From an optimization exercise on the open Yosys and OpenROAD flow, aimed at small area; shortcuts taken in it are not production practice.
At most, simulation tests tie the RTL to the original design; equivalence was not proved.
Function not checked in run 1: the RTL went through the layout flow alone.

==> flow/design.v <==
module dec_stage (
    input  wire        clk,
    input  wire        clr,       
    input  wire [3:0]  m,         
    input  wire [3:0]  ph,        
    input  wire        take,      
    input  wire [31:0] x_in,      
    input  wire [35:0] sum_in,    
    output reg  [35:0] s,         
    output reg         z,         
    output reg  [31:0] x,         
    output reg         ev         
);
    reg [479:0] ring;             
    reg [3:0]   wp;               
    reg         full;             
    reg         pend;             
    wire        upd  = pend && (ph == wp);
    wire [31:0] tap  = ring[479:448];
    wire        last = (wp == m - 4'd1);
    always @(posedge clk)
        ring <= {ring[447:0], upd ? x : tap};
    always @(posedge clk)
        if (take)
            x <= x_in;
        else if (upd)
            x <= full ? tap : 32'd0;
    always @(posedge clk) begin
        if (clr) begin
            z    <= 1'b1;
            wp   <= 4'd0;
            full <= 1'b0;
            pend <= 1'b0;
            ev   <= 1'b0;
        end else if (upd) begin
            wp   <= last ? 4'd0 : wp + 4'd1;
            full <= full | last;
            pend <= 1'b0;
            ev   <= 1'b1;
        end
        if (take && m != 4'd0) begin
            s    <= sum_in;
            z    <= 1'b0;
            pend <= 1'b1;
            ev   <= 1'b0;
        end
    end
endmodule
module dec_chain (
    input  wire        clk,
    input  wire        rst,
    input  wire        in_valid,
    input  wire        in_first,       
    input  wire        in_clear,       
    input  wire [31:0] in_data,
    input  wire [31:0] cfg_st01,       
    input  wire [31:0] cfg_st23,       
    input  wire [95:0] cfg_gcorr,      
    input  wire        cfg_hold_zero,
    output reg         out_valid,
    output wire [31:0] out_data,
    output wire        out_settled,
    output wire        out_sat
);
    wire ld = in_valid && in_clear;
    wire [3:0] c_m0 = cfg_st01[3:0]   - 4'd1;
    wire [3:0] c_m1 = cfg_st01[19:16] - 4'd1;
    wire [3:0] c_m2 = cfg_st23[3:0]   - 4'd1;
    wire [3:0] c_m3 = cfg_st23[19:16] - 4'd1;
    wire [3:0] c_lq0 = {1'b0, cfg_st01[14:12]};
    wire [3:0] c_lq1 = c_lq0 + {1'b0, cfg_st01[30:28]};
    wire [3:0] c_lq2 = c_lq1 + {1'b0, cfg_st23[14:12]};
    wire [3:0] c_lq3 = c_lq2 + {1'b0, cfg_st23[30:28]};
    reg [3:0]  m0, m1, m2, m3;           
    reg [3:0]  lq0, lq1, lq2, lq3;       
    reg [23:0] g0, g1, g2, g3;           
    reg        hold_zero;
    always @(posedge clk) begin
        if (rst) begin
            m0 <= 4'd0; m1 <= 4'd0; m2 <= 4'd0; m3 <= 4'd0;
            lq0 <= 4'd0; lq1 <= 4'd0; lq2 <= 4'd0; lq3 <= 4'd0;
            hold_zero <= 1'b0;
        end else if (ld) begin
            m0 <= c_m0; m1 <= c_m1; m2 <= c_m2; m3 <= c_m3;
            lq0 <= c_lq0; lq1 <= c_lq1; lq2 <= c_lq2; lq3 <= c_lq3;
            hold_zero <= cfg_hold_zero;
        end
        if (ld) begin
            g0 <= cfg_gcorr[23:0];
            g1 <= cfg_gcorr[47:24];
            g2 <= cfg_gcorr[71:48];
            g3 <= cfg_gcorr[95:72];
        end
    end
    reg       active;
    reg [3:0] k;
    reg       clr_d;        
    always @(posedge clk) begin
        if (rst) begin
            active <= 1'b0;
            clr_d  <= 1'b0;
        end else if (in_valid) begin
            active <= 1'b1;
            k      <= 4'd1;
            clr_d  <= in_clear;
        end else if (active) begin
            k <= k + 4'd1;
            if (k == 4'd15)
                active <= 1'b0;
        end
    end
    wire [3:0] step = in_valid ? 4'd0 : k;
    wire [1:0] sj   = step[3:2];           
    wire [1:0] sub  = step[1:0];           
    wire       run  = in_valid || active;
    wire       first = (sub == 2'd0);
    reg [7:0]  pos;
    reg [13:0] left;        
    reg [3:0] sp_m, sp_lq;
    always @(*) begin
        case (sub)
            2'd1:    begin sp_m = m1; sp_lq = lq0; end
            2'd2:    begin sp_m = m2; sp_lq = lq1; end
            default: begin sp_m = m3; sp_lq = lq2; end
        endcase
    end
    wire [13:0] sp_add = {10'd0, sp_m} << sp_lq;
    always @(posedge clk) begin
        if (rst) begin
            left <= 14'd0;
        end else if (in_valid) begin
            pos  <= in_first ? 8'd0 : pos + 8'd1;
            left <= in_clear ? {10'd0, c_m0} : (left == 14'd0) ? 14'd0 : left - 14'd1;
        end else if (active && clr_d && sj == 2'd0) begin
            left <= left + sp_add;
        end
    end
    wire settled = (left == 14'd0);
    function keep_at(input [7:0] ps, input [3:0] lq);
        keep_at = &(ps | (8'hFF << lq));
    endfunction
    wire [3:0] m0_e = ld ? c_m0 : m0;     
    reg [3:0]  m_j, lq_p;
    reg [23:0] g_j;
    reg [35:0] s_j;
    reg [31:0] x_j;
    wire [35:0] s0, s1, s2, s3;
    wire [31:0] x0, x1, x2, x3;
    wire        e0, e1, e2, e3;
    wire        z0, z1, z2, z3;
    always @(*) begin
        case (sj)
            2'd0: begin m_j = m0_e; g_j = g0; s_j = (ld || z0) ? 36'd0 : s0; x_j = (e0 && !ld) ? x0 : 32'd0; lq_p = 4'd0; end
            2'd1: begin m_j = m1; g_j = g1; s_j = z1 ? 36'd0 : s1; x_j = e1 ? x1 : 32'd0; lq_p = lq0; end
            2'd2: begin m_j = m2; g_j = g2; s_j = z2 ? 36'd0 : s2; x_j = e2 ? x2 : 32'd0; lq_p = lq1; end
            default: begin m_j = m3; g_j = g3; s_j = z3 ? 36'd0 : s3; x_j = e3 ? x3 : 32'd0; lq_p = lq2; end
        endcase
    end
    wire kp = keep_at(pos, lq_p);          
    wire k3 = keep_at(pos, lq3);           
    reg  [35:0] acc;        
    reg         st;         
    reg  [35:0] sumr;       
    wire [31:0] xin   = in_valid ? in_data : acc[31:0];
    wire        satin = !in_valid && acc[32];
    wire [35:0] sum    = s_j + {{4{xin[31]}}, xin} - {{4{x_j[31]}}, x_j};
    wire [2:0]  c      = m_j[3] ? 3'd4 : m_j[2] ? 3'd3 : m_j[1] ? 3'd2 : m_j[0] ? 3'd1 : 3'd0;
    wire [35:0] sum_sc = sum << (3'd4 - c);
    wire [35:0] mcand  = first ? sum_sc : sumr;
    wire        pw2 = ((m_j & (m_j + 4'd1)) == 4'd0);
    reg  [5:0]  gd;
    always @(*) begin
        case (sub)
            2'd0:    gd = ld ? cfg_gcorr[5:0] : g_j[5:0];
            2'd1:    gd = g_j[11:6];
            2'd2:    gd = g_j[17:12];
            default: gd = g_j[23:18];
        endcase
    end
    wire [5:0] dig = pw2 ? ((sub == 2'd3) ? 6'b100000 : 6'd0) : gd;
    wire signed [41:0] y = $signed(mcand) * $signed({1'b0, dig})
                         + $signed(first ? 36'd0 : acc);
    wire        stk   = st | (|y[7:0]);
    wire [32:0] trunc = y[41:9];
    wire        up    = y[8] & (stk | y[9]);
    wire [33:0] r     = {trunc[32], trunc} + {33'd0, up};
    wire        povf  = !r[33] & (r[32] | r[31]);
    wire        novf  = r[33] & !(r[32] & r[31]);
    wire        sat   = povf | novf;
    wire [31:0] xres  = povf ? 32'h7FFF_FFFF : novf ? 32'h8000_0000 : r[31:0];
    always @(posedge clk) begin
        if (sub == 2'd3)
            acc <= {3'd0, sat, xres};
        else
            acc <= y[41:6];
        st <= (st & !first) | (|y[5:0]);
        if (first)
            sumr <= sum_sc;
    end
    wire clr = rst || ld;
    wire tk0 = in_valid && !rst;
    wire tk1 = active && first && (sj == 2'd1) && kp;
    wire tk2 = active && first && (sj == 2'd2) && kp;
    wire tk3 = active && first && (sj == 2'd3) && kp;
    reg [3:0] ph;
    always @(posedge clk)
        if (rst || ph == 4'd14) ph <= 4'd0;
        else                    ph <= ph + 4'd1;
    dec_stage u_st0 (.clk(clk), .clr(clr), .m(m0_e),.ph(ph), .take(tk0), .x_in(xin), .sum_in(sum), .s(s0), .z(z0), .x(x0), .ev(e0));
    dec_stage u_st1 (.clk(clk), .clr(clr), .m(m1),  .ph(ph), .take(tk1), .x_in(xin), .sum_in(sum), .s(s1), .z(z1), .x(x1), .ev(e1));
    dec_stage u_st2 (.clk(clk), .clr(clr), .m(m2),  .ph(ph), .take(tk2), .x_in(xin), .sum_in(sum), .s(s2), .z(z2), .x(x2), .ev(e2));
    dec_stage u_st3 (.clk(clk), .clr(clr), .m(m3),  .ph(ph), .take(tk3), .x_in(xin), .sum_in(sum), .s(s3), .z(z3), .x(x3), .ev(e3));
    reg sticky;
    always @(posedge clk) begin
        if (clr)
            sticky <= 1'b0;
        else if (active && first && kp && satin)
            sticky <= 1'b1;
        else if (out_valid && sat)
            sticky <= 1'b1;
    end
    always @(posedge clk) begin
        if (rst) out_valid <= 1'b0;
        else     out_valid <= active && (k == 4'd14) && k3;
    end
    assign out_data    = (hold_zero && !settled) ? 32'd0 : xres;
    assign out_settled = settled;
    assign out_sat     = sticky | sat;
endmodule
==> flow/run.sh <==
#!/bin/bash
# synth_recipe.tcl (not shown) runs the flow's synth.tcl, then flattens the netlist and writes it again
# the make line also repeats each setting of config.mk as NAME=value (left out here)
make -C /OpenROAD-flow-scripts/flow DESIGN_CONFIG=/design/flow/config.mk WORK_HOME=/design/flow/orfs CLKGATE_MAP_FILE= SYNTH_SCRIPT=/design/flow/synth_recipe.tcl finish
==> flow/config.mk <==
export PLATFORM = sky130hd
export DESIGN_NAME = dec_chain
export DESIGN_NICKNAME = dec_chain
export VERILOG_FILES = /design/flow/design.v
export SDC_FILE = /design/flow/constraint.sdc
export NUM_CORES = 4
export LEC_CHECK = 0
export CAP_MARGIN = 20
export CORE_MARGIN = 2
export CORE_UTILIZATION = 40
export CTS_BUF_LIST = sky130_fd_sc_hd__clkbuf_8
export SLEW_MARGIN = 20
==> flow/constraint.sdc <==
create_clock -name core_clock -period 20.0 [get_ports {clk}]
set_input_delay 4.0000 -clock core_clock [delete_from_list [all_inputs] [get_ports {clk}]]
set_output_delay 4.0000 -clock core_clock [all_outputs]
set_load 0.01 [all_outputs]
==> run_results.csv, run 1 <==
group,metric,value,unit
drt,firstDrtPassIters,8,
global_route,grt_remaining_overflow,0,
worst_setup_path,cp_data_required_time,16000,ps
sta,maxSlewViolCount,0,
synth,syn_avg_cell_area,12.9,µm²
finish,fin_util,0.476,
global_route,grtUsageTotal,0.177,
placed_design,dp_hpwl,124000,µm
synth,yosysSeqAreaShare,0.672,
finish,area_growth,18.0,%
die,dieHeight,448,µm
drt,via_count,46706,
sta,setup_viol,0,
worst_setup_path,rrSetupSlack,7760,ps
worst_setup_path,cp-startpoint,"in_clear",
finish,fillers,17377,
sta,tightestPinTransition,1100,ps
worst_setup_path,end_kind,"output port",
finish,final_net_count,7326,
drt,drt_iter0_drc,3287,
synth,yosys_warnings,2,
drt,wl_per_cell,18.5,µm
sta,fin_crit_sh,0.982,
worst_setup_path,cp.arrival,15640,ps
die,rows,162,
synth,synthesis.area,78900,µm²
finish,final_area,93000,µm²
clocking,cts_tree,"done",
finish,final_cells,9639,
die,dieArea,201000,µm²
sta,fin_crit,19640,ps
worst_setup_path,path_max_fanout,35,
placed_design,place_congestion,0.897,
synth,synth_xor_area_frac,0.0183,
synth,synth_edf_count,380,
finish,drive_above_1_share,0.157,
worst_setup_path,r2r_end,"acc[20]",
synth,synth_seq_cells,2459,
worst_setup_path,cpMostUsedCell,"fa_1",
synth,postSynth.asyncResetShare,0,
synth,syn_inst,6134,
worst_setup_path,rr_startpoint,"k[2]",
synth,syn_nets,6724,
drt,vias_per_cell,4.85,
clocking,path_clk_slew,60,ps
die,initial_utilization,0.404,
clocking,clock-root-buffer,"clkbuf_8",
finish,final_common_cell,"dfxtp_1",
clocking,cts_buffer_depth,4,
synth,synth_fa_ha_area_frac,0.0834,
clocking,clock_latency,1060,ps
sta,relSlewSlack,0.267,
worst_setup_path,cp_slowest_cell,"or4b_4",
drt,wl,179000,µm
clocking,cts_sinks,2459,
global_route,first_global_vias,46982,
global_route,grt_max_degree,68,
die,io_pins,233,
worst_setup_path,cpPeakStageDelay,610,ps
die,die_w,448,µm
sta,fin_skew,121,ps
worst_setup_path,critPathLaunchType,"input pin",
worst_setup_path,reg2regPathDepth,41,
sta,max_freq,0.0509,GHz
placed_design,placed_area,85400,µm²
placed_design,dpl.cell_count,8982,
min_path,hold_path.class,"reg -> reg",
clocking,cts_made_buffers,371,
global_route,grt_pass1_wl,274000,µm
worst_setup_path,critical_path_class,"in -> out",
drt,drc,0,
status,outcome,"complete, no violations",
clocking,htreeDepth,5,
synth,synth_top_family_by_area,"compound AO/OA/AOI/OAI gates",
flow_run,cap_viol_max_count,0,
placed_design,port_buffers,196,
global_route,antenna_found_initial,5,
synth,ys_types,103,
sta,hold_violations,0,
synth,ys.flop_type,"dfxtp_1",
synth,synth-simple-area-share,0.0757,
drt,ant_nets,0,
die,core-area,195000,µm²
synth,synth_compound_area_frac,0.0854,
worst_setup_path,cp-endpoint,"out_data[0]",
finish,final_cell_mix,"dfxtp_1, inv_1, clkbuf_8",
synth,synthMuxAreaShare,0.0327,
==> registers in the layout, indices dropped and copies added, names as in the netlist, 24 cells and up <==
| register | count |
|---|---|
| acc | 36 |
| g0 | 24 |
| g1 | 24 |
| g2 | 24 |
| g3 | 24 |
| sumr | 36 |
| u_st0.ring | 480 |
| u_st0.s | 36 |
| u_st0.x | 32 |
| u_st1.ring | 480 |
| u_st1.s | 36 |
| u_st1.x | 32 |
| u_st2.ring | 480 |
| u_st2.s | 36 |
| u_st2.x | 32 |
| u_st3.ring | 480 |
| u_st3.s | 36 |
| u_st3.x | 32 |
==> cells by family after synthesis <==
logic type | count (synthesis)
multiplexers | 224
AO/OA/AOI/OAI | 995
adder cells (fa/ha/maj) | 392
XOR/XNOR | 164
buffers and inverters | 650
flip-flops | 2459
AND/OR/NAND/NOR | 1250
==> routing by layer <==
metal / GRT usage / wire (µm)
met1: 0.245 / 83400
met2: 0.273 / 79400
met3: 0.0352 / 9690
met4: 0.0709 / 5980
met5: 0 / 18
==> critical path, delay by kind of cell <==
| family | cells | cell delay (ps) |
|---|---|---|
| muxes | 1 | 470 |
| adders and majority gates | 7 | 3250 |
| buffers and inverters | 10 | 2260 |
| AOI/OAI and AO/OA | 12 | 2630 |
| and+or+nand+nor | 13 | 2980 |
==> repair_timing <==
item / CTS / global route
gates resized for setup: 0 / 75
hold buffers: 0 / 0
endpoints found under the hold margin: 0 / 0
setup endpoints to repair: 0 / 33
setup buffers: 0 / 4
==> synth_stat cells, types with 31 or more instances <==
cell      count  area, µm²
nor2_1      376       1410
clkbuf_1    195        732
a21o_1       57        428
xor2_1       57        499
a21boi_0     35        263
a21oi_1     173        866
a22oi_1      36        270
buf_1        39        146
xnor2_1     106        928
mux2i_1      75        751
a222oi_1     75        751
mux2_2      136       1530
inv_1       384       1440
nand3_1     166        831
a211oi_1     31        233
o21ai_0     272       1360
ha_1        169       2110
nand2_1     316       1190
nand4_1      31        194
nor3_1       78        390
a31oi_1      53        332
fa_1        223       4460
nor2b_1      61        382
and2_1       43        269
nand2b_1     32        200
edfxtp_1    380      11400
dfxtp_1    2079      41600
==> final cells by class <==
cell class | count | area (µm²) | area share
sequential | 2459 | 53000 | 0.570
multi-input combinational | 3025 | 23900 | 0.257
clock buffer | 439 | 6040 | 0.0649
timing repair buffer | 491 | 4220 | 0.0454
tap | 2624 | 3280 | 0.0353
inverter | 388 | 1460 | 0.0157
clock inverter | 209 | 1100 | 0.0118
antenna | 4 | 10.0 | 0.000108
==> worst min path at each step <==
stage / start / end / slack (ps) / cells after the start
2_1_floorplan: u_st0.ring[68] / u_st0.ring[100] / 310 / 0
3_3_place_gp: u_st2.ring[177] / u_st2.ring[209] / 310 / 0
3_5_place_dp: u_st2.ring[396] / u_st2.ring[428] / 310 / 0
4_1_cts: u_st3.ring[151] / u_st3.ring[183] / 280 / 0
5_1_grt: u_st1.ring[35] / u_st1.ring[67] / 290 / 0
6_report: u_st1.ring[226] / u_st1.ring[258] / 280 / 0
==> stage by stage <==
stage	TNS [ps]	setup WS [ps]	hold WS, ps
final	0	362	284
after floorplan	0	886	310
after CTS	0	27.0	285
after global placement	0	89.4	310
after global routing	-794	-75.6	290
after detailed placement	0	149	312
==> run 2, diff against run 1 <==
--- a/flow/design.v
+++ b/flow/design.v
@@ -8,5 +8,4 @@
     input  wire [35:0] sum_in,    
     output reg  [35:0] s,         
-    output reg         z,         
     output reg  [31:0] x,         
     output reg         ev         
@@ -28,5 +27,5 @@
     always @(posedge clk) begin
         if (clr) begin
-            z    <= 1'b1;
+            s    <= 36'd0;
             wp   <= 4'd0;
             full <= 1'b0;
@@ -41,5 +40,4 @@
         if (take && m != 4'd0) begin
             s    <= sum_in;
-            z    <= 1'b0;
             pend <= 1'b1;
             ev   <= 1'b0;
@@ -148,11 +146,10 @@
     wire [31:0] x0, x1, x2, x3;
     wire        e0, e1, e2, e3;
-    wire        z0, z1, z2, z3;
     always @(*) begin
         case (sj)
-            2'd0: begin m_j = m0_e; g_j = g0; s_j = (ld || z0) ? 36'd0 : s0; x_j = (e0 && !ld) ? x0 : 32'd0; lq_p = 4'd0; end
-            2'd1: begin m_j = m1; g_j = g1; s_j = z1 ? 36'd0 : s1; x_j = e1 ? x1 : 32'd0; lq_p = lq0; end
-            2'd2: begin m_j = m2; g_j = g2; s_j = z2 ? 36'd0 : s2; x_j = e2 ? x2 : 32'd0; lq_p = lq1; end
-            default: begin m_j = m3; g_j = g3; s_j = z3 ? 36'd0 : s3; x_j = e3 ? x3 : 32'd0; lq_p = lq2; end
+            2'd0: begin m_j = m0_e; g_j = g0; s_j = ld ? 36'd0 : s0; x_j = (e0 && !ld) ? x0 : 32'd0; lq_p = 4'd0; end
+            2'd1: begin m_j = m1; g_j = g1; s_j = s1; x_j = e1 ? x1 : 32'd0; lq_p = lq0; end
+            2'd2: begin m_j = m2; g_j = g2; s_j = s2; x_j = e2 ? x2 : 32'd0; lq_p = lq1; end
+            default: begin m_j = m3; g_j = g3; s_j = s3; x_j = e3 ? x3 : 32'd0; lq_p = lq2; end
         endcase
     end
@@ -207,8 +204,8 @@
         if (rst || ph == 4'd14) ph <= 4'd0;
         else                    ph <= ph + 4'd1;
-    dec_stage u_st0 (.clk(clk), .clr(clr), .m(m0_e),.ph(ph), .take(tk0), .x_in(xin), .sum_in(sum), .s(s0), .z(z0), .x(x0), .ev(e0));
-    dec_stage u_st1 (.clk(clk), .clr(clr), .m(m1),  .ph(ph), .take(tk1), .x_in(xin), .sum_in(sum), .s(s1), .z(z1), .x(x1), .ev(e1));
-    dec_stage u_st2 (.clk(clk), .clr(clr), .m(m2),  .ph(ph), .take(tk2), .x_in(xin), .sum_in(sum), .s(s2), .z(z2), .x(x2), .ev(e2));
-    dec_stage u_st3 (.clk(clk), .clr(clr), .m(m3),  .ph(ph), .take(tk3), .x_in(xin), .sum_in(sum), .s(s3), .z(z3), .x(x3), .ev(e3));
+    dec_stage u_st0 (.clk(clk), .clr(clr), .m(m0_e),.ph(ph), .take(tk0), .x_in(xin), .sum_in(sum), .s(s0), .x(x0), .ev(e0));
+    dec_stage u_st1 (.clk(clk), .clr(clr), .m(m1),  .ph(ph), .take(tk1), .x_in(xin), .sum_in(sum), .s(s1), .x(x1), .ev(e1));
+    dec_stage u_st2 (.clk(clk), .clr(clr), .m(m2),  .ph(ph), .take(tk2), .x_in(xin), .sum_in(sum), .s(s2), .x(x2), .ev(e2));
+    dec_stage u_st3 (.clk(clk), .clr(clr), .m(m3),  .ph(ph), .take(tk3), .x_in(xin), .sum_in(sum), .s(s3), .x(x3), .ev(e3));
     reg sticky;
     always @(posedge clk) begin
--- a/flow/config.mk
+++ b/flow/config.mk
@@ -9,4 +9,3 @@
 export CORE_MARGIN = 2
 export CORE_UTILIZATION = 40
-export CTS_BUF_LIST = sky130_fd_sc_hd__clkbuf_8
 export SLEW_MARGIN = 20
==> run_results.csv, run 2 <==
group,metric,value,unit
min_path,hold_path_depth,0,
worst_setup_path,cp_data_required_time,16000,ps
clocking,htreeDepth,4,
sta,setup_tns,0,ps
drt,drt_iter0_drc,3532,
clocking,clock_latency,880,ps
global_route,antenna_found_initial,12,
finish,fin_util,0.486,
synth,ys.flop_type,"dfxtp_1",
worst_setup_path,path_max_fanout,15,
worst_setup_path,critPathLaunchType,"input pin",
die,dieHeight,449,µm
synth,synth_top_area_share,0.525,
drt,vias_per_cell,4.81,
global_route,grtUsageTotal,0.182,
clocking,cts_buffer_depth,3,
synth,synth_seq_cells,2455,
clocking,cts_made_buffers,229,
synth,yosys_warnings,2,
clocking,cts_tree,"done",
worst_setup_path,rr_startpoint,"k[2]",
synth,synthesis.area,79100,µm²
placed_design,place_ws,-390,ps
finish,final_net_count,7575,
worst_setup_path,cp_slowest_cell,"and3b_1",
synth,synth_edf_count,380,
sta,fin_crit_sh,0.981,
sta,maxSlewViolCount,0,
min_path,whs_endpoint,"u_st3.ring[404]",
die,die_w,449,µm
finish,final_common_cell,"dfxtp_1",
flow_run,cap_viol_max_count,0,
min_path,hold_path.class,"reg -> reg",
finish,area_growth,20.9,%
synth,yosysSeqAreaShare,0.670,
placed_design,dp_hpwl,128000,µm
sta,hold_violations,0,
synth,synth_commonest_cells,"dfxtp_1, nor2_1, inv_1",
die,core-area,197000,µm²
synth,syn_inst,6350,
sta,fin_skew,62.0,ps
clocking,cts_sinks,2455,
finish,fillers,17247,
synth,postSynth.asyncResetShare,0,
clocking,path_clk_slew,60,ps
synth,ys_types,105,
sta,tightestPinTransition,1140,ps
worst_setup_path,critical_path_class,"in -> out",
worst_setup_path,end_kind,"output port",
synth,ys_top_cells_by_area,"dfxtp_1, edfxtp_1, fa_1, nor2_1, ha_1",
min_path,min-delay-start,"u_st3.ring[372]",
synth,yosys.area.top_type,"dfxtp_1",
sta,setup_viol,0,
global_route,grt_pass1_wl,283000,µm
status,outcome,"complete, no violations",
worst_setup_path,reg2regPathDepth,48,
synth,synth.most_common_cell,"dfxtp_1",
finish,final_cell_mix,"dfxtp_1, nor2_1, buf_4",
global_route,grt_max_degree,122,
synth,syn_nets,6940,
worst_setup_path,r2r_end,"acc[25]",
placed_design,port_buffers,196,
die,dieArea,201000,µm²
sta,fin_crit,19610,ps
sta,max_freq,0.0510,GHz
drt,drc,0,
placed_design,place_congestion,0.878,
global_route,first_global_vias,47622,
die,rows,163,
die,io_pins,233,
worst_setup_path,rrSetupSlack,7610,ps
clocking,ctsHoldBuffers,0,
drt,ant_nets,0,
drt,wl_per_cell,18.9,µm
worst_setup_path,cpPeakStageDelay,600,ps
sta,whs,301,ps
sta,fin_ws,386,ps
die,initial_utilization,0.402,
drt,wl,186000,µm
global_route,grt_remaining_overflow,0,
finish,drive_above_1_share,0.163,
sta,relSlewSlack,0.243,
synth,syn_avg_cell_area,12.5,µm²
drt,firstDrtPassIters,6,
clocking,clock-root-buffer,"clkbuf_16",
worst_setup_path,cpMostUsedCell,"buf_4",
worst_setup_path,cp.arrival,15610,ps
drt,via_count,47338,
-- run 2: cell count changes in the layout (fill, tap and decap cells not counted), moves of 37 or more --
cell / delta
clkbuf_16: +239
o21ai_1: +37
a31oi_1: -38
buf_4: +181
a222oi_1: -37
nor2_1: +205
o21ai_0: +66
clkbuf_1: +53
nand2_1: +39
clkbuf_8: -390
inv_1: -123
a21oi_1: +43
-- run 2: final cells by class --
cell class	count	area (µm²)	share of cell area
Antenna cell	11	27.5	0.000288
Clock buffer	341	6850	0.0717
Clock inverter	93	1150	0.0120
Inverter	396	1490	0.0156
Multi-Input combinational cell	3227	24100	0.253
Sequential cell	2455	53000	0.554
Tap cell	2640	3300	0.0346
Timing Repair Buffer	676	5660	0.0592
-- run 2: critical path: cells and delay by family --
family	cells	cell delay (ps)
buffers and inverters	13	2390
AOI/OAI and AO/OA	11	2380
and+or+nand+nor	13	2810
muxes	1	520
adders and majority gates	7	3250
xor gates and xnor gates	1	160
-- run 2: through the flow --
step / cell area (µm²) / std cells
2_1_floorplan: 79100 / 6350
3_3_place_gp: 86900 / 9380
3_5_place_dp: 86900 / 9380
4_1_cts: 95000 / 9815
5_1_grt: 95500 / 9834
6_report: 95600 / 9839
-- run 2: cells by family (layout without fill, tap and decap cells) --
logic type,Yosys count,in the layout,share of synthesized area
other cells,0,11,0
compound gates,1033,1033,0.0824
simple gates,1391,1391,0.0793
buf+inv,668,1506,0.0323
xor+xnor,181,181,0.0201
flops,2455,2455,0.670
mux,230,230,0.0329
fa+ha+maj,392,392,0.0832
-- run 2: timing repair --
| action | in CTS | in global routing |
|---|---|---|
| buffers inserted | 1 | 12 |
| cloned | 0 | 1 |
| setup endpoints to repair | 32 | 33 |
| gates resized for setup | 19 | 97 |
| pin swaps | 5 | 26 |
-- run 2: worst max path at each step --
stage | start | slack, ps | to
finish | in_valid | 390 | out_data[25]
global route | in_valid | -20 | out_data[25]
CTS | in_clear | 6 | out_sat
detailed placement | in_clear | -390 | out_data[25]
global placement | in_clear | -450 | out_data[25]
floorplan | in_valid | 1220 | out_data[29]
-- run 2: layer usage --
layer | part of all wire | global-route usage | up-vias
met2 | 0.45 | 0.286 | 1250
met3 | 0.053 | 0.0284 | 315
met5 | 0 | 0 | -
met4 | 0.029 | 0.0604 | 0
met1 | 0.47 | 0.256 | 23088
li1 | - | - | 22685

## static timing again, ports no longer ideal
Ports are ideal in the flow. The routed layouts listed here were re-timed in OpenROAD. Step 1 (the two cells are an assumption about what drives the block):
set clk [get_ports {clk}]
set_driving_cell -lib_cell sky130_fd_sc_hd__clkbuf_16 $clk
set_driving_cell -lib_cell sky130_fd_sc_hd__buf_2 [delete_from_list [all_inputs] $clk]
Step 2, shift: input delay + t, output delay - t, t = (earliest + latest rising clock arrival at the registers) / 2. This alone moves slack from input paths to output paths. Slacks: ideal ports / drivers / drivers and shift; pairs: ideal ports / drivers.
run	shift t [ns]	setup WS [ns]	hold WS [ns]	clock arrival spread, ns
run 1	1.087	0.362 / 0.294 / 0.294	0.284 / 0.284 / 0.284	0.121 / 0.120
run 2	0.938	0.386 / 0.338 / 0.338	0.301 / 0.301 / 0.301	0.066 / 0.066
After both steps every run listed still meets setup and hold. The setup slack of run 1, which loses most, moves by -0.068 ns with the drivers and by -0.068 ns with both steps.
